Context: an optimization exercise on an open-source flow, tuned for small area, a short achievable clock period and few clock cycles per item. The choices shown serve that exercise and are no tape-out recipe.
The RTL was checked by simulation tests, not by an equivalence proof against the original design.
Power figures rest on the tool's default switching activity, not on a simulated workload.

$ cat design/flow/config.mk
export PLATFORM = sky130hd
export DESIGN_NAME = cop1_fpu
export DESIGN_NICKNAME = cop1_fpu
export VERILOG_FILES = /design/flow/design.v
export SDC_FILE = /design/flow/constraint.sdc
export NUM_CORES = 4
export LEC_CHECK = 0
export CAP_MARGIN = 20
export CORE_MARGIN = 2
export CORE_UTILIZATION = 55
export SLEW_MARGIN = 20
$ cat design/flow/flow/run.sh
#!/bin/bash
set -euo pipefail
bash standard.sh SETUP_SLACK_MARGIN=16 finish > standard.log 2>&1
$ cat design/flow/design.v
module fpu_lzc #(
    parameter W  = 32,
    parameter CW = 6
) (
    input  wire [W-1:0]  x,
    output wire [CW-1:0] count
);
    localparam L = (W < 2) ? 1 : (W < 4) ? 2 : (W < 8) ? 3 : (W < 16) ? 4 :
                   (W < 32) ? 5 : (W < 64) ? 6 : 7;    
    localparam N = 1 << L;               
    wire [N-1:0] xp = {x, 1'b1, {(N-W-1){1'b0}}};
    wire [N-1:0]   z [0:L];
    wire [N*L-1:0] c [0:L];
    assign z[0] = ~xp;
    assign c[0] = {(N*L){1'b0}};
    genvar l, n;
    generate
        for (l = 1; l <= L; l = l + 1) begin : g_lvl
            for (n = 0; n < (N >> l); n = n + 1) begin : g_node
                wire zh = z[l-1][2*n+1];
                wire zl = z[l-1][2*n];
                assign z[l][n] = zh & zl;
                if (l == 1) begin : g_first
                    assign c[l][n*L +: 1] = zh;
                end else begin : g_rest
                    wire [l-2:0] ch = c[l-1][(2*n+1)*L +: (l-1)];
                    wire [l-2:0] cl = c[l-1][(2*n)*L +: (l-1)];
                    assign c[l][n*L +: l] = zh ? {1'b1, cl} : {1'b0, ch};
                end
            end
            assign z[l][N-1:(N >> l)] = {(N - (N >> l)){1'b0}};
            for (n = 0; n < (N >> l); n = n + 1) begin : g_pad
                if (l < L) begin : g_p
                    assign c[l][n*L + l +: (L - l)] = {(L - l){1'b0}};
                end
            end
            if ((N >> l) < N) begin : g_top
                assign c[l][N*L-1:(N >> l)*L] = {((N - (N >> l))*L){1'b0}};
            end
        end
    endgenerate
    assign count = c[L][CW-1:0];
endmodule
module fpu_round (
    input  wire              sign,
    input  wire signed [9:0] exp,
    input  wire [26:0]       sig,
    input  wire [1:0]        rm,
    output reg  [31:0]       res,
    output wire              of,
    output wire              uf,
    output wire              nx
);
    wire              subn      = (exp < 10'sd1);
    wire signed [9:0] shamt_raw = 10'sd1 - exp;
    wire [4:0]        shamt     = !subn ? 5'd0 :
                                  (shamt_raw > 10'sd27) ? 5'd27 : shamt_raw[4:0];
    wire [53:0]       wide      = {sig, 27'b0} >> shamt;
    wire [26:0]       sh        = {wide[53:28], |wide[27:0]};
    wire lsb  = sh[3];
    wire g    = sh[2];
    wire rest = |sh[1:0];
    wire nx_raw = g | rest;
    reg up;
    always @* begin
        case (rm)
            2'd0:    up = g & (rest | lsb);
            2'd1:    up = 1'b0;
            2'd2:    up = sign & nx_raw;
            default: up = ~sign & nx_raw;
        endcase
    end
    wire [24:0] m = {1'b0, sh[26:3]} + {24'b0, up};
    wire g0    = sig[2];
    wire rest0 = |sig[1:0];
    wire nx0   = g0 | rest0;
    reg  up0;
    always @* begin
        case (rm)
            2'd0:    up0 = g0 & (rest0 | sig[3]);
            2'd1:    up0 = 1'b0;
            2'd2:    up0 = sign & nx0;
            default: up0 = ~sign & nx0;
        endcase
    end
    wire carry0 = (&sig[26:3]) & up0;
    wire tiny   = subn & !((exp == 10'sd0) & carry0);
    wire signed [10:0] e_fin = subn ? {10'b0, m[23]} : ({exp[9], exp} + {10'b0, m[24]});
    wire [22:0]        frac  = (!subn & m[24]) ? m[23:1] : m[22:0];
    wire               ovf   = !subn & (e_fin >= 11'sd255);
    wire to_inf = (rm == 2'd0) | ((rm == 2'd2) & sign) | ((rm == 2'd3) & ~sign);
    always @* begin
        if (ovf)
            res = to_inf ? {sign, 8'hff, 23'h0} : {sign, 8'hfe, 23'h7fffff};
        else
            res = {sign, e_fin[7:0], frac};
    end
    assign of = ovf;
    assign uf = tiny & nx_raw;
    assign nx = nx_raw | ovf;
endmodule
module fpu_addsub (
    input  wire [31:0]       a,
    input  wire [31:0]       b,
    input  wire              sub,
    input  wire [1:0]        rm,
    output wire              use_rnd,
    output wire              r_sign,
    output wire signed [9:0] r_exp,
    output wire [26:0]       r_sig,
    output reg  [31:0]       res,
    output reg  [4:0]        flags     
);
    wire       sa = a[31];
    wire       sb = b[31] ^ sub;
    wire [7:0] ea = a[30:23];
    wire [7:0] eb = b[30:23];
    wire [22:0] fa = a[22:0];
    wire [22:0] fb = b[22:0];
    wire nan_a  = (ea == 8'hff) & (fa != 0);
    wire nan_b  = (eb == 8'hff) & (fb != 0);
    wire snan   = (nan_a & ~fa[22]) | (nan_b & ~fb[22]);
    wire inf_a  = (ea == 8'hff) & (fa == 0);
    wire inf_b  = (eb == 8'hff) & (fb == 0);
    wire effsub = sa ^ sb;
    wire        swap    = b[30:0] > a[30:0];
    wire [7:0]  e_big   = swap ? eb : ea;
    wire [7:0]  e_sml   = swap ? ea : eb;
    wire [22:0] f_big   = swap ? fb : fa;
    wire [22:0] f_sml   = swap ? fa : fb;
    wire        s_big   = swap ? sb : sa;
    wire [7:0]  ee_big  = (e_big == 0) ? 8'd1 : e_big;
    wire [23:0] m_big   = {e_big != 0, f_big};
    wire [23:0] m_sml   = {e_sml != 0, f_sml};
    wire [7:0]  eea     = (ea == 0) ? 8'd1 : ea;
    wire [7:0]  eeb     = (eb == 0) ? 8'd1 : eb;
    wire [7:0]  d_ab    = eea - eeb;
    wire [7:0]  d_ba    = eeb - eea;
    wire [7:0]  d       = swap ? d_ba : d_ab;
    wire [5:0]  dd      = (d > 8'd50) ? 6'd50 : d[5:0];
    wire        near    = (effsub & (d[7:1] == 7'd0)) | (e_big == 0);
    wire [99:0] b_wide  = {m_sml, 26'b0, 50'b0} >> dd;
    wire        lost    = |b_wide[49:0];
    wire [50:0] op_a    = {1'b0, m_big, 26'b0};
    wire [50:0] op_b    = {1'b0, b_wide[99:51], b_wide[50] | lost};
    wire [50:0] sum     = effsub ? (op_a - op_b) : (op_a + op_b);
    wire [1:0]  flz     = sum[50] ? 2'd0 : sum[49] ? 2'd1 : 2'd2;
    wire [50:0] fnorm   = sum[50] ? sum : sum[49] ? {sum[49:0], 1'b0} : {sum[48:0], 2'b0};
    wire [25:0] na      = {1'b0, m_big, 1'b0};
    wire [25:0] nb      = d[0] ? {2'b0, m_sml} : {1'b0, m_sml, 1'b0};
    wire [25:0] nsum    = effsub ? (na - nb) : (na + nb);
    wire [4:0]  nlz;
    fpu_lzc #(.W(26), .CW(5)) u_lzc (.x(nsum), .count(nlz));
    wire [25:0] nnorm   = nsum << nlz;
    wire [5:0]  lz      = near ? {1'b0, nlz} : {4'b0, flz};
    assign r_exp  = $signed({2'b0, ee_big}) + 10'sd1 - $signed({4'b0, lz});
    assign r_sig  = near ? {nnorm, 1'b0} : {fnorm[50:25], |fnorm[24:0]};
    assign r_sign = s_big;
    reg special;
    always @* begin
        special = 1'b1;
        if (nan_a | nan_b) begin
            res   = 32'h7fc00000;
            flags = {snan, 4'b0};
        end else if (inf_a & inf_b & effsub) begin
            res   = 32'h7fc00000;
            flags = 5'b10000;
        end else if (inf_a) begin
            res   = {sa, 8'hff, 23'h0};
            flags = 5'b0;
        end else if (inf_b) begin
            res   = {sb, 8'hff, 23'h0};
            flags = 5'b0;
        end else if (effsub ? (a[30:0] == b[30:0]) : ((a[30:0] == 0) & (b[30:0] == 0))) begin
            res   = {effsub ? (rm == 2'd2) : sa, 31'b0};
            flags = 5'b0;
        end else begin
            special = 1'b0;
            res   = 32'h0;
            flags = 5'b0;
        end
    end
    assign use_rnd = ~special;
endmodule
module fpu_mul (
    input  wire [31:0]       a,
    input  wire [31:0]       b,
    input  wire [23:0]       man,
    input  wire [23:0]       mbn,
    input  wire signed [9:0] xa,
    input  wire signed [9:0] xb,
    output wire              use_rnd,
    output wire              r_sign,
    output wire signed [9:0] r_exp,
    output wire [26:0]       r_sig,
    output reg  [31:0]       res,
    output reg  [4:0]        flags     
);
    wire        sr = a[31] ^ b[31];
    wire [7:0]  ea = a[30:23];
    wire [7:0]  eb = b[30:23];
    wire [22:0] fa = a[22:0];
    wire [22:0] fb = b[22:0];
    wire nan_a  = (ea == 8'hff) & (fa != 0);
    wire nan_b  = (eb == 8'hff) & (fb != 0);
    wire snan   = (nan_a & ~fa[22]) | (nan_b & ~fb[22]);
    wire inf_a  = (ea == 8'hff) & (fa == 0);
    wire inf_b  = (eb == 8'hff) & (fb == 0);
    wire zero_a = (ea == 0) & (fa == 0);
    wire zero_b = (eb == 0) & (fb == 0);
    wire [47:0] p   = man * mbn;
    wire signed [9:0] e0 = xa + xb - 10'sd127;
    wire signed [9:0] e1 = xa + xb - 10'sd126;
    assign r_exp  = p[47] ? e1 : e0;
    assign r_sig  = p[47] ? {p[47:22], |p[21:0]} : {p[46:21], |p[20:0]};
    assign r_sign = sr;
    reg special;
    always @* begin
        special = 1'b1;
        if (nan_a | nan_b) begin
            res   = 32'h7fc00000;
            flags = {snan, 4'b0};
        end else if ((inf_a & zero_b) | (zero_a & inf_b)) begin
            res   = 32'h7fc00000;
            flags = 5'b10000;
        end else if (inf_a | inf_b) begin
            res   = {sr, 8'hff, 23'h0};
            flags = 5'b0;
        end else if (zero_a | zero_b) begin
            res   = {sr, 31'b0};
            flags = 5'b0;
        end else begin
            special = 1'b0;
            res   = 32'h0;
            flags = 5'b0;
        end
    end
    assign use_rnd = ~special;
endmodule
module fpu_unpack (
    input  wire [31:0]       a,
    input  wire [31:0]       b,
    output wire [23:0]       man,
    output wire [23:0]       mbn,
    output wire signed [9:0] xa,
    output wire signed [9:0] xb
);
    wire [7:0]  ea = a[30:23];
    wire [7:0]  eb = b[30:23];
    wire [23:0] ma = {ea != 0, a[22:0]};
    wire [23:0] mb = {eb != 0, b[22:0]};
    wire [4:0]  lza, lzb;
    fpu_lzc #(.W(24), .CW(5)) u_lza (.x(ma), .count(lza));
    fpu_lzc #(.W(24), .CW(5)) u_lzb (.x(mb), .count(lzb));
    assign man = ma << lza;
    assign mbn = mb << lzb;
    assign xa = $signed({2'b0, (ea == 0) ? 8'd1 : ea}) - $signed({5'b0, lza});
    assign xb = $signed({2'b0, (eb == 0) ? 8'd1 : eb}) - $signed({5'b0, lzb});
endmodule
module fpu_divsqrt #(
    parameter KD = 5,    
    parameter KS = 3     
) (
    input  wire              clk,
    input  wire              rst,
    input  wire              start,
    input  wire              is_sqrt,
    input  wire [31:0]       a,
    input  wire [31:0]       b,
    input  wire [23:0]       man,
    input  wire [23:0]       mbn,
    input  wire signed [9:0] xa,
    input  wire signed [9:0] xb,
    input  wire [1:0]        rm,
    output reg               sp_hit,
    output reg  [31:0]       sp_res,
    output reg  [4:0]        sp_flags,    
    output wire              can_start,
    output wire              sq_tok,
    output wire              fin2,
    output wire [31:0]       res,
    output wire [4:0]        flags
);
    localparam ND = (26 + KD - 1) / KD;  
    localparam QD = KD * ND;             
    localparam NS = (26 + KS - 1) / KS;  
    localparam QS = KS * NS;             
    localparam WS = QS + 4;              
    localparam WD = 28;                  
    wire [7:0]  ea = a[30:23];
    wire [7:0]  eb = b[30:23];
    wire [22:0] fa = a[22:0];
    wire [22:0] fb = b[22:0];
    wire nan_a  = (ea == 8'hff) & (fa != 0);
    wire nan_b  = (eb == 8'hff) & (fb != 0);
    wire inf_a  = (ea == 8'hff) & (fa == 0);
    wire inf_b  = (eb == 8'hff) & (fb == 0);
    wire zero_a = (ea == 0) & (fa == 0);
    wire zero_b = (eb == 0) & (fb == 0);
    wire snan_a = nan_a & ~fa[22];
    wire snan_b = nan_b & ~fb[22];
    always @* begin
        sp_hit   = 1'b1;
        sp_res   = 32'h7fc00000;
        sp_flags = 5'b0;
        if (is_sqrt) begin
            if (nan_a)
                sp_flags = {snan_a, 4'b0};
            else if (zero_a)
                sp_res = a;
            else if (a[31])
                sp_flags = 5'b10000;
            else if (inf_a)
                sp_res = a;
            else
                sp_hit = 1'b0;
        end else begin
            if (nan_a | nan_b)
                sp_flags = {snan_a | snan_b, 4'b0};
            else if ((inf_a & inf_b) | (zero_a & zero_b))
                sp_flags = 5'b10000;
            else if (inf_a)
                sp_res = {a[31] ^ b[31], 8'hff, 23'h0};
            else if (zero_b) begin
                sp_res   = {a[31] ^ b[31], 8'hff, 23'h0};
                sp_flags = 5'b01000;
            end else if (zero_a | inf_b)
                sp_res = {a[31] ^ b[31], 31'b0};
            else
                sp_hit = 1'b0;
        end
    end
    wire              a_lt_b   = man < mbn;
    wire signed [9:0] div_exp  = xa - xb + 10'sd127 - (a_lt_b ? 10'sd1 : 10'sd0);
    wire [25:0]       div_rem0 = a_lt_b ? {1'b0, man, 1'b0} : {2'b0, man};
    wire signed [9:0] sq_e     = xa - 10'sd127;
    wire [24:0]       sq_rad   = sq_e[0] ? {man, 1'b0} : {1'b0, man};
    wire signed [9:0] sq_eh    = sq_e - (sq_e[0] ? 10'sd1 : 10'sd0);
    wire signed [9:0] sq_exp   = (sq_eh >>> 1) + 10'sd127;
    localparam S_IDLE = 2'd0, S_ITER = 2'd1, S_FIN1 = 2'd2;
    reg [1:0]    state;
    reg [3:0]    count;
    reg          op_sqrt;
    reg          r_sign;
    reg signed [9:0] r_exp;
    reg [1:0]    r_rm;
    reg          fin2_r;     
    reg          g_sign;
    reg signed [9:0] g_exp;
    reg [1:0]    g_rm;
    reg [26:0]   g_sig;
    reg [WD-1:0] ws, wc;
    reg [24:0]   dd;         
    reg [QD-1:0] qp, qn;     
    reg [WD-1:0] s2, c2, md, ns, nc;
    reg [3:0]    yh;
    reg          qpos, qneg;
    reg [QD-1:0] qpp, qnn;
    integer j;
    always @* begin
        ns  = ws;
        nc  = wc;
        qpp = qp;
        qnn = qn;
        for (j = 0; j < KD; j = j + 1) begin
            s2   = {ns[WD-2:0], 1'b0};
            c2   = {nc[WD-2:0], 1'b0};
            yh   = s2[WD-1:WD-4] + c2[WD-1:WD-4];
            qpos = ~yh[3];
            qneg = yh[3] & (yh != 4'b1111);
            md   = qpos ? ~{{(WD-25){1'b0}}, dd} : qneg ? {{(WD-25){1'b0}}, dd} : {WD{1'b0}};
            ns   = s2 ^ c2 ^ md;
            nc   = {((s2[WD-2:0] & c2[WD-2:0]) | (s2[WD-2:0] & md[WD-2:0]) | (c2[WD-2:0] & md[WD-2:0])), qpos};
            qpp  = {qpp[QD-2:0], qpos};
            qnn  = {qnn[QD-2:0], qneg};
        end
    end
    wire [WD-1:0] wr     = ws + wc;
    wire          wneg   = wr[WD-1];
    wire [WD-1:0] wrd    = wr + {{(WD-25){1'b0}}, dd};
    wire          dstick = wneg ? (wrd != 0) : (wr != 0);
    wire [QD-1:0] qf     = qp + ~qn + {{(QD-1){1'b0}}, ~wneg};
    wire [26:0]   dsig;
    generate
        if (QD > 26) begin : g_dx
            assign dsig = {qf[QD-1:QD-26], (|qf[QD-27:0]) | dstick};
        end else begin : g_de
            assign dsig = {qf, dstick};
        end
    endgenerate
    reg [WS-1:0] rem;        
    reg [25:0]   rad;        
    reg [QS-1:0] q;          
    reg [WS-1:0] s, x, y;
    reg [WS:0]   t;
    reg [QS-1:0] qq;
    reg [25:0]   rr;
    reg          sel;
    integer i;
    always @* begin
        s  = rem;
        qq = q;
        rr = rad;
        for (i = 0; i < KS; i = i + 1) begin
            x   = {s[WS-3:0], rr[25:24]};
            y   = {{(WS-QS-2){1'b0}}, qq, 2'b01};
            t   = {1'b0, x} - {1'b0, y};
            sel = ~t[WS];
            s   = sel ? t[WS-1:0] : x;
            qq  = {qq[QS-2:0], sel};
            rr  = {rr[23:0], 2'b00};
        end
    end
    wire [26:0] ssig;
    generate
        if (QS > 26) begin : g_sx
            assign ssig = {q[QS-1:QS-26], (|q[QS-27:0]) | (rem != 0)};
        end else begin : g_se
            assign ssig = {q, rem != 0};
        end
    endgenerate
    always @(posedge clk) begin
        if (start & is_sqrt) begin
            q   <= {QS{1'b0}};
            rem <= {WS{1'b0}};
            rad <= {sq_rad, 1'b0};
        end else begin
            rem <= s;
            q   <= qq;
            rad <= rr;
        end
        if (start & ~is_sqrt) begin
            ws  <= {{(WD-26){1'b0}}, div_rem0};
            wc  <= {WD{1'b0}};
            dd  <= {mbn, 1'b0};
            qp  <= {QD{1'b0}};
            qn  <= {QD{1'b0}};
        end else begin
            ws  <= ns;
            wc  <= nc;
            qp  <= qpp;
            qn  <= qnn;
        end
    end
    always @(posedge clk) begin
        if (rst) begin
            state <= S_IDLE;
        end else begin
            case (state)
                S_IDLE, S_FIN1: if (start) begin
                    op_sqrt <= is_sqrt;
                    r_rm    <= rm;
                    if (is_sqrt) begin
                        count  <= NS - 1;
                        r_sign <= 1'b0;
                        r_exp  <= sq_exp;
                    end else begin
                        count  <= ND - 1;
                        r_sign <= a[31] ^ b[31];
                        r_exp  <= div_exp;
                    end
                    state <= S_ITER;
                end else begin
                    state <= S_IDLE;
                end
                S_ITER: begin
                    count <= count - 4'd1;
                    if (count == 4'd0)
                        state <= S_FIN1;
                end
                default: state <= S_IDLE;
            endcase
        end
    end
    always @(posedge clk) begin
        if (rst) fin2_r <= 1'b0;
        else     fin2_r <= (state == S_FIN1);
        if (state == S_FIN1) begin
            g_sign <= r_sign;
            g_exp  <= r_exp;
            g_rm   <= r_rm;
            g_sig  <= op_sqrt ? ssig : dsig;
        end
    end
    assign can_start = (state == S_IDLE) | (state == S_FIN1);
    assign fin2      = fin2_r;
    generate
        if (NS > ND) begin : g_sqtok
            assign sq_tok = (state == S_ITER) & op_sqrt & (count == ND);
        end else begin : g_sqtok0
            assign sq_tok = 1'b0;
        end
    endgenerate
    wire r_of, r_uf, r_nx;
    fpu_round u_round (
        .sign(g_sign), .exp(g_exp), .sig(g_sig), .rm(g_rm),
        .res(res), .of(r_of), .uf(r_uf), .nx(r_nx)
    );
    assign flags = {2'b0, r_of, r_uf, r_nx};
endmodule
module fpu_cvt (
    input  wire [31:0]       a,
    input  wire              to_int,     
    input  wire              is_unsigned,
    input  wire [1:0]        rm,
    output wire              use_rnd,
    output wire              r_sign,
    output wire signed [9:0] r_exp,
    output wire [26:0]       r_sig,
    output reg  [31:0]       res,
    output reg  [4:0]        flags       
);
    wire        i_neg  = ~is_unsigned & a[31];
    wire [31:0] i_mag  = i_neg ? (~a + 32'd1) : a;
    wire [5:0]  i_lz;
    fpu_lzc #(.W(32), .CW(6)) u_lzc (.x(i_mag), .count(i_lz));
    wire [31:0] i_norm = i_mag << i_lz;
    assign r_exp  = 10'sd158 - $signed({4'b0, i_lz});
    assign r_sig  = {i_norm[31:6], |i_norm[5:0]};
    assign r_sign = i_neg;
    assign use_rnd = ~to_int & (a != 32'b0);
    wire        f_sign = a[31];
    wire [7:0]  f_e    = a[30:23];
    wire [22:0] f_f    = a[22:0];
    wire        f_nan  = (f_e == 8'hff) & (f_f != 0);
    wire [7:0]  f_ee   = (f_e == 0) ? 8'd1 : f_e;
    wire [23:0] f_m    = {f_e != 0, f_f};
    wire        f_big  = f_ee >= 8'd150;
    wire [7:0]  f_lsh  = f_ee - 8'd150;
    wire [7:0]  f_rsh  = 8'd150 - f_ee;
    wire [5:0]  f_rs   = (f_rsh > 8'd32) ? 6'd32 : f_rsh[5:0];
    wire [55:0] f_wide = {f_m, 32'b0} >> f_rs;
    wire [23:0] f_int  = f_wide[55:32];
    wire        f_g    = f_big ? 1'b0 : f_wide[31];
    wire        f_st   = f_big ? 1'b0 : |f_wide[30:0];
    wire        f_nx   = f_g | f_st;
    reg up;
    always @* begin
        case (rm)
            2'd0:    up = f_g & (f_st | f_int[0]);
            2'd1:    up = 1'b0;
            2'd2:    up = f_sign & f_nx;
            default: up = ~f_sign & f_nx;
        endcase
    end
    wire [31:0] f_mag = f_big ? ({8'b0, f_m} << f_lsh[3:0]) : ({8'b0, f_int} + {31'b0, up});
    always @* begin
        res   = 32'b0;
        flags = 5'b0;
        if (!to_int) begin
            res   = 32'b0;
            flags = 5'b0;
        end else if (!is_unsigned) begin
            if (f_nan) begin
                res   = 32'b0;
                flags = 5'b10000;
            end else if (f_ee >= 8'd158) begin
                if (f_sign && f_e == 8'd158 && f_f == 0) begin
                    res   = 32'h80000000;
                end else begin
                    res   = f_sign ? 32'h80000000 : 32'h7fffffff;
                    flags = 5'b10000;
                end
            end else begin
                res   = f_sign ? (~f_mag + 32'd1) : f_mag;
                flags = {4'b0, f_nx};
            end
        end else begin
            if (f_nan) begin
                res   = 32'b0;
                flags = 5'b10000;
            end else if (f_ee >= 8'd159) begin
                res   = f_sign ? 32'h0 : 32'hffffffff;
                flags = 5'b10000;
            end else if (f_sign) begin
                res   = 32'b0;
                flags = (f_mag != 0) ? 5'b10000 : {4'b0, f_nx};
            end else begin
                res   = f_mag;
                flags = {4'b0, f_nx};
            end
        end
    end
endmodule
module fpu_cmp (
    input  wire [31:0] a,
    input  wire [31:0] b,
    input  wire [4:0]  func,
    output reg  [31:0] res,
    output reg  [4:0]  flags       
);
    wire [7:0]  ea = a[30:23];
    wire [7:0]  eb = b[30:23];
    wire [22:0] fa = a[22:0];
    wire [22:0] fb = b[22:0];
    wire nan_a  = (ea == 8'hff) & (fa != 0);
    wire nan_b  = (eb == 8'hff) & (fb != 0);
    wire snan_a = nan_a & ~fa[22];
    wire snan_b = nan_b & ~fb[22];
    wire any_nan  = nan_a | nan_b;
    wire any_snan = snan_a | snan_b;
    wire both_zero = (a[30:0] == 0) & (b[30:0] == 0);
    wire lt_total = (a[31] & ~b[31]) |
                    (~a[31] & ~b[31] & (a[30:0] < b[30:0])) |
                    (a[31] & b[31] & (a[30:0] > b[30:0]));
    wire eq  = (a == b) | both_zero;
    wire lt  = lt_total & ~both_zero;
    wire [31:0] vmin = nan_a ? (nan_b ? 32'h7fc00000 : b) : nan_b ? a : (lt_total ? a : b);
    wire [31:0] vmax = nan_a ? (nan_b ? 32'h7fc00000 : b) : nan_b ? a : (lt_total ? b : a);
    wire sub_a  = (ea == 0) & (fa != 0);
    wire zero_a = (ea == 0) & (fa == 0);
    wire inf_a  = (ea == 8'hff) & (fa == 0);
    wire norm_a = (ea != 0) & (ea != 8'hff);
    wire [9:0] cls = {nan_a & fa[22], snan_a,
                      ~a[31] & inf_a, ~a[31] & norm_a, ~a[31] & sub_a, ~a[31] & zero_a,
                       a[31] & zero_a, a[31] & sub_a, a[31] & norm_a, a[31] & inf_a};
    always @* begin
        res   = 32'b0;
        flags = 5'b0;
        case (func)
            5'h05: begin res = vmin; flags = {any_snan, 4'b0}; end
            5'h06: begin res = vmax; flags = {any_snan, 4'b0}; end
            5'h08: res = {1'b0, a[30:0]};
            5'h09: res = {~a[31], a[30:0]};
            5'h18: begin res = {31'b0, ~any_nan & eq};        flags = {any_snan, 4'b0}; end
            5'h19: begin res = {31'b0, ~any_nan & lt};        flags = {any_nan, 4'b0};  end
            5'h1a: begin res = {31'b0, ~any_nan & (lt | eq)}; flags = {any_nan, 4'b0};  end
            5'h1b: begin res = {31'b0, any_nan};              flags = {any_snan, 4'b0}; end
            5'h1c: res = {22'b0, cls};
            default: ;
        endcase
    end
endmodule
module cop1_fpu (
    input  wire        clk,
    input  wire        rst,
    input  wire        in_valid,
    output wire        in_ready,
    input  wire [4:0]  in_func,
    input  wire [1:0]  in_rm,
    input  wire [31:0] in_a,
    input  wire [31:0] in_b,
    output reg         out_valid,
    output reg  [31:0] out_result,
    output reg  [4:0]  out_flags
);
    localparam F_FADD    = 5'h00, F_FSUB    = 5'h01, F_FMUL   = 5'h02,
               F_FDIV    = 5'h03, F_FSQRT   = 5'h04,
               F_FCVTSW  = 5'h10, F_FCVTSWU = 5'h11,
               F_FCVTWS  = 5'h12, F_FCVTWUS = 5'h13;
    localparam KD = 4;
    localparam ND = (26 + KD - 1) / KD;
    localparam TL = ND + 3;
    reg        v0;
    reg [4:0]  f0;
    reg [1:0]  rm0;
    reg [31:0] a0, b0;
    wire       go0;           
    assign in_ready = ~v0 | go0;
    wire [23:0]       in_man, in_mbn;
    wire signed [9:0] in_xa, in_xb;
    fpu_unpack u_unpack (.a(in_a), .b(in_b), .man(in_man), .mbn(in_mbn), .xa(in_xa), .xb(in_xb));
    reg [23:0]        man, mbn;
    reg signed [9:0]  xa, xb;
    always @(posedge clk) begin
        if (in_ready) begin
            f0  <= in_func;
            rm0 <= in_rm;
            a0  <= in_a;
            b0  <= in_b;
            man <= in_man;
            mbn <= in_mbn;
            xa  <= in_xa;
            xb  <= in_xb;
        end
        if (rst)           v0 <= 1'b0;
        else if (in_ready) v0 <= in_valid;
    end
    wire              add_use, mul_use, cvt_use;
    wire              add_sign, mul_sign, cvt_sign;
    wire signed [9:0] add_exp, mul_exp, cvt_exp;
    wire [26:0]       add_sig, mul_sig, cvt_sig;
    wire [31:0]       add_res, mul_res, cvt_res, cmp_res, ds_res;
    wire [4:0]        add_flags, mul_flags, cvt_flags, cmp_flags, ds_flags;
    fpu_addsub u_add (
        .a(a0), .b(b0), .sub(f0 == F_FSUB), .rm(rm0),
        .use_rnd(add_use), .r_sign(add_sign), .r_exp(add_exp), .r_sig(add_sig),
        .res(add_res), .flags(add_flags)
    );
    fpu_mul u_mul (
        .a(a0), .b(b0), .man(man), .mbn(mbn), .xa(xa), .xb(xb),
        .use_rnd(mul_use), .r_sign(mul_sign), .r_exp(mul_exp), .r_sig(mul_sig),
        .res(mul_res), .flags(mul_flags)
    );
    fpu_cvt u_cvt (
        .a(a0), .to_int(f0[1]), .is_unsigned(f0[0]), .rm(rm0),
        .use_rnd(cvt_use), .r_sign(cvt_sign), .r_exp(cvt_exp), .r_sig(cvt_sig),
        .res(cvt_res), .flags(cvt_flags)
    );
    fpu_cmp u_cmp (
        .a(a0), .b(b0), .func(f0),
        .res(cmp_res), .flags(cmp_flags)
    );
    wire is_ds = (f0 == F_FDIV) | (f0 == F_FSQRT);
    wire              ds_hit, ds_can, ds_sqtok, ds_fin2;
    wire [31:0]       dq_res;
    wire [4:0]        dq_flags;
    reg               started0;   
    wire              ds0   = v0 & is_ds & ~ds_hit;
    wire              start = ds0 & ~started0 & ds_can;
    fpu_divsqrt #(.KD(KD)) u_divsqrt (
        .clk(clk), .rst(rst),
        .start(start), .is_sqrt(f0 == F_FSQRT),
        .a(a0), .b(b0), .man(man), .mbn(mbn), .xa(xa), .xb(xb), .rm(rm0),
        .sp_hit(ds_hit), .sp_res(ds_res), .sp_flags(ds_flags),
        .can_start(ds_can), .sq_tok(ds_sqtok), .fin2(ds_fin2),
        .res(dq_res), .flags(dq_flags)
    );
    assign go0 = v0 & (~ds0 | (start & (f0 != F_FSQRT)) | (started0 & ds_sqtok));
    always @(posedge clk) begin
        if (rst)
            started0 <= 1'b0;
        else if (start & (f0 == F_FSQRT))
            started0 <= 1'b1;
        else if (ds_sqtok)
            started0 <= 1'b0;
    end
    reg              e_use, e_sign;
    reg signed [9:0] e_exp;
    reg [26:0]       e_sig;
    reg [31:0]       e_res;
    reg [4:0]        e_flags;
    always @* begin
        e_use = 1'b0; e_sign = add_sign; e_exp = add_exp; e_sig = add_sig;
        case (f0)
            F_FADD, F_FSUB: begin
                e_use = add_use; e_sign = add_sign; e_exp = add_exp; e_sig = add_sig;
                e_res = add_res; e_flags = add_flags;
            end
            F_FMUL: begin
                e_use = mul_use; e_sign = mul_sign; e_exp = mul_exp; e_sig = mul_sig;
                e_res = mul_res; e_flags = mul_flags;
            end
            F_FDIV, F_FSQRT: begin
                e_res = ds_res; e_flags = ds_flags;
            end
            F_FCVTSW, F_FCVTSWU, F_FCVTWS, F_FCVTWUS: begin
                e_use = cvt_use; e_sign = cvt_sign; e_exp = cvt_exp; e_sig = cvt_sig;
                e_res = cvt_res; e_flags = cvt_flags;
            end
            default: begin
                e_res = cmp_res; e_flags = cmp_flags;
            end
        endcase
    end
    reg              v1, t1, m_use, m_sign;
    reg signed [9:0] m_exp;
    reg [26:0]       m_sig;
    reg [1:0]        m_rm;
    wire [31:0]      m_res   = {m_exp, m_sig[26:5]};
    wire [4:0]       m_flags = m_sig[4:0];
    always @(posedge clk) begin
        m_use  <= e_use;
        m_sign <= e_sign;
        {m_exp, m_sig} <= e_use ? {e_exp, e_sig} : {e_res, e_flags};
        m_rm   <= rm0;
        t1     <= ds0;
        if (rst) v1 <= 1'b0;
        else     v1 <= go0;
    end
    wire [31:0] r_res;
    wire        r_of, r_uf, r_nx;
    fpu_round u_round (
        .sign(m_sign), .exp(m_exp), .sig(m_sig), .rm(m_rm),
        .res(r_res), .of(r_of), .uf(r_uf), .nx(r_nx)
    );
    localparam DW = 38;
    reg  [TL-3:0]        dv;
    reg  [DW*(TL-2)-1:0] dl;
    wire [DW-1:0]        d2 = {t1, m_use ? r_res : m_res,
                               m_use ? {2'b0, r_of, r_uf, r_nx} : m_flags};
    wire [DW-1:0]        dlast = dl[DW*(TL-2)-1 -: DW];
    always @(posedge clk) begin
        dl <= {dl[DW*(TL-3)-1:0], d2};
        if (rst) dv <= {(TL-2){1'b0}};
        else     dv <= {dv[TL-4:0], v1};
    end
    always @(posedge clk) begin
        out_result <= dlast[DW-1] ? dq_res   : dlast[36:5];
        out_flags  <= dlast[DW-1] ? dq_flags : dlast[4:0];
        if (rst) out_valid <= 1'b0;
        else     out_valid <= dv[TL-3];
    end
endmodule
$ cat design/flow/constraint.sdc
create_clock -name core_clock -period 22.0 [get_ports {clk}]
set_input_delay 4.4000 -clock core_clock [delete_from_list [all_inputs] [get_ports {clk}]]
set_output_delay 4.4000 -clock core_clock [all_outputs]
set_load 0.01 [all_outputs]
$ cat design/flow/standard.sh
#!/bin/bash
# synth_recipe.tcl (not shown) runs the flow's synth.tcl, then flattens the netlist and writes it again
# the make line also repeats each setting of config.mk as NAME=value (left out here)
make -C /OpenROAD-flow-scripts/flow DESIGN_CONFIG=/design/flow/config.mk WORK_HOME=/design/flow/orfs CLKGATE_MAP_FILE= SYNTH_SCRIPT=/design/flow/synth_recipe.tcl "${@:-finish}"
==> impl_metrics.json <==
{
  "grt_overflow": 59,
  "synth_ff_type": "dfxtp_1",
  "ys_async_sr_fraction": 0,
  "placed_cell_area_sq_um": 91400,
  "clock-sinks": 809,
  "yosysTopAreaCellShare": 0.137,
  "ys_ff_latch": 809,
  "worst-ep-kind": "register input",
  "cts_hold_buf": 0,
  "io_pins": 113,
  "place_congestion": 1.05,
  "hpwl_um": 258000,
  "cts_made_buffers": 87,
  "worst_endpoint": "m_exp[7]$_DFF_P_/D",
  "status": "did not finish",
  "clockBufferDepth": 3,
  "synth_cell_types": 126,
  "synth_edf_count": 219,
  "clockRootBuffer": "clkbuf_16",
  "die_w_um": 401,
  "fp-row-count": 145,
  "syn_area_sq_um": 86700,
  "portBuffers": 112,
  "haltStage": "global routing (5_1_grt)",
  "antenna_found_initial": 68,
  "syn_inst": 10780,
  "syn_avg_cell_area_sq_um": 8.04,
  "yosys_warnings": 10,
  "stop_error": "[ERROR GRT-0232] Routing congestion too high. Check the congestion heatmap in the GUI.",
  "htree_levels": 3,
  "grt_usage": 0.587,
  "grt_max_degree": 138,
  "synth_fp_nets": 12065,
  "dieHeight_um": 401,
  "ys_seq_area_frac": 0.212,
  "synth.area.top_cells": "fa_1, dfxtp_1, ha_1",
  "synth_top_area_cell": "fa_1",
  "start_util": 0.555
}
==> kinds of logic after synthesis <==
| family | after synthesis | share of synthesized area |
|---|---|---|
| fa+ha+maj | 1211 | 0.226 |
| simple gates | 3589 | 0.194 |
| flops | 809 | 0.212 |
| compound gates | 2493 | 0.183 |
| mux | 589 | 0.0701 |
| xor+xnor | 401 | 0.0405 |
| buf+inv | 1688 | 0.0749 |
==> what timing repair did <==
| item | CTS |
|---|---|
| pin swaps | 415 |
| endpoints found under the setup margin | 439 |
| gates cloned | 56 |
| setup buffers | 621 |
| gates resized for setup | 1289 |
==> synth_stat cells (92+ instances only) <==
cell type  instances
xnor2_1          281
and2_1           305
nor2_1           961
nor2b_1          144
nand2_1         1221
o211ai_1          92
mux2i_1          511
nand3_1          249
a31oi_1           95
edfxtp_1         219
nor3_1           191
dfxtp_1          590
a21oi_1          829
clkbuf_1         485
inv_1           1054
ha_1             617
a21o_1           122
xor2_1           120
o21ai_0          537
fa_1             594
==> worst max-delay path by stage <==
stage	start	end	cells after the start
2_1_floorplan	a0[26]	m_exp[7]	58
3_3_place_gp	a0[25]	m_exp[8]	37
3_5_place_dp	a0[27]	m_exp[8]	37
4_1_cts	a0[27]	m_exp[7]	57
==> metal layers <==
layer | GRT overflow | track usage
met5 | 1 | 0.172
met4 | 18 | 0.443
met3 | 10 | 0.373
met2 | 25 | 0.752
met1 | 5 | 0.677
==> power groups by stage <==
stage	clock network, uW	logic, uW	registers (uW)
after floorplan	0	39800	3120
after detailed placement	0	36800	2730
after global placement	0	35200	2720
after CTS	1550	88900	3410
==> stage by stage <==
step                worst slack (ns)  instances
CTS                            11.70      13376
floorplan                      11.97      10780
global placement                9.27      12533
detailed placement              9.11      12536
Testbench counts, summed over its fixed seeds: cycles 13,479, ops 12,000.
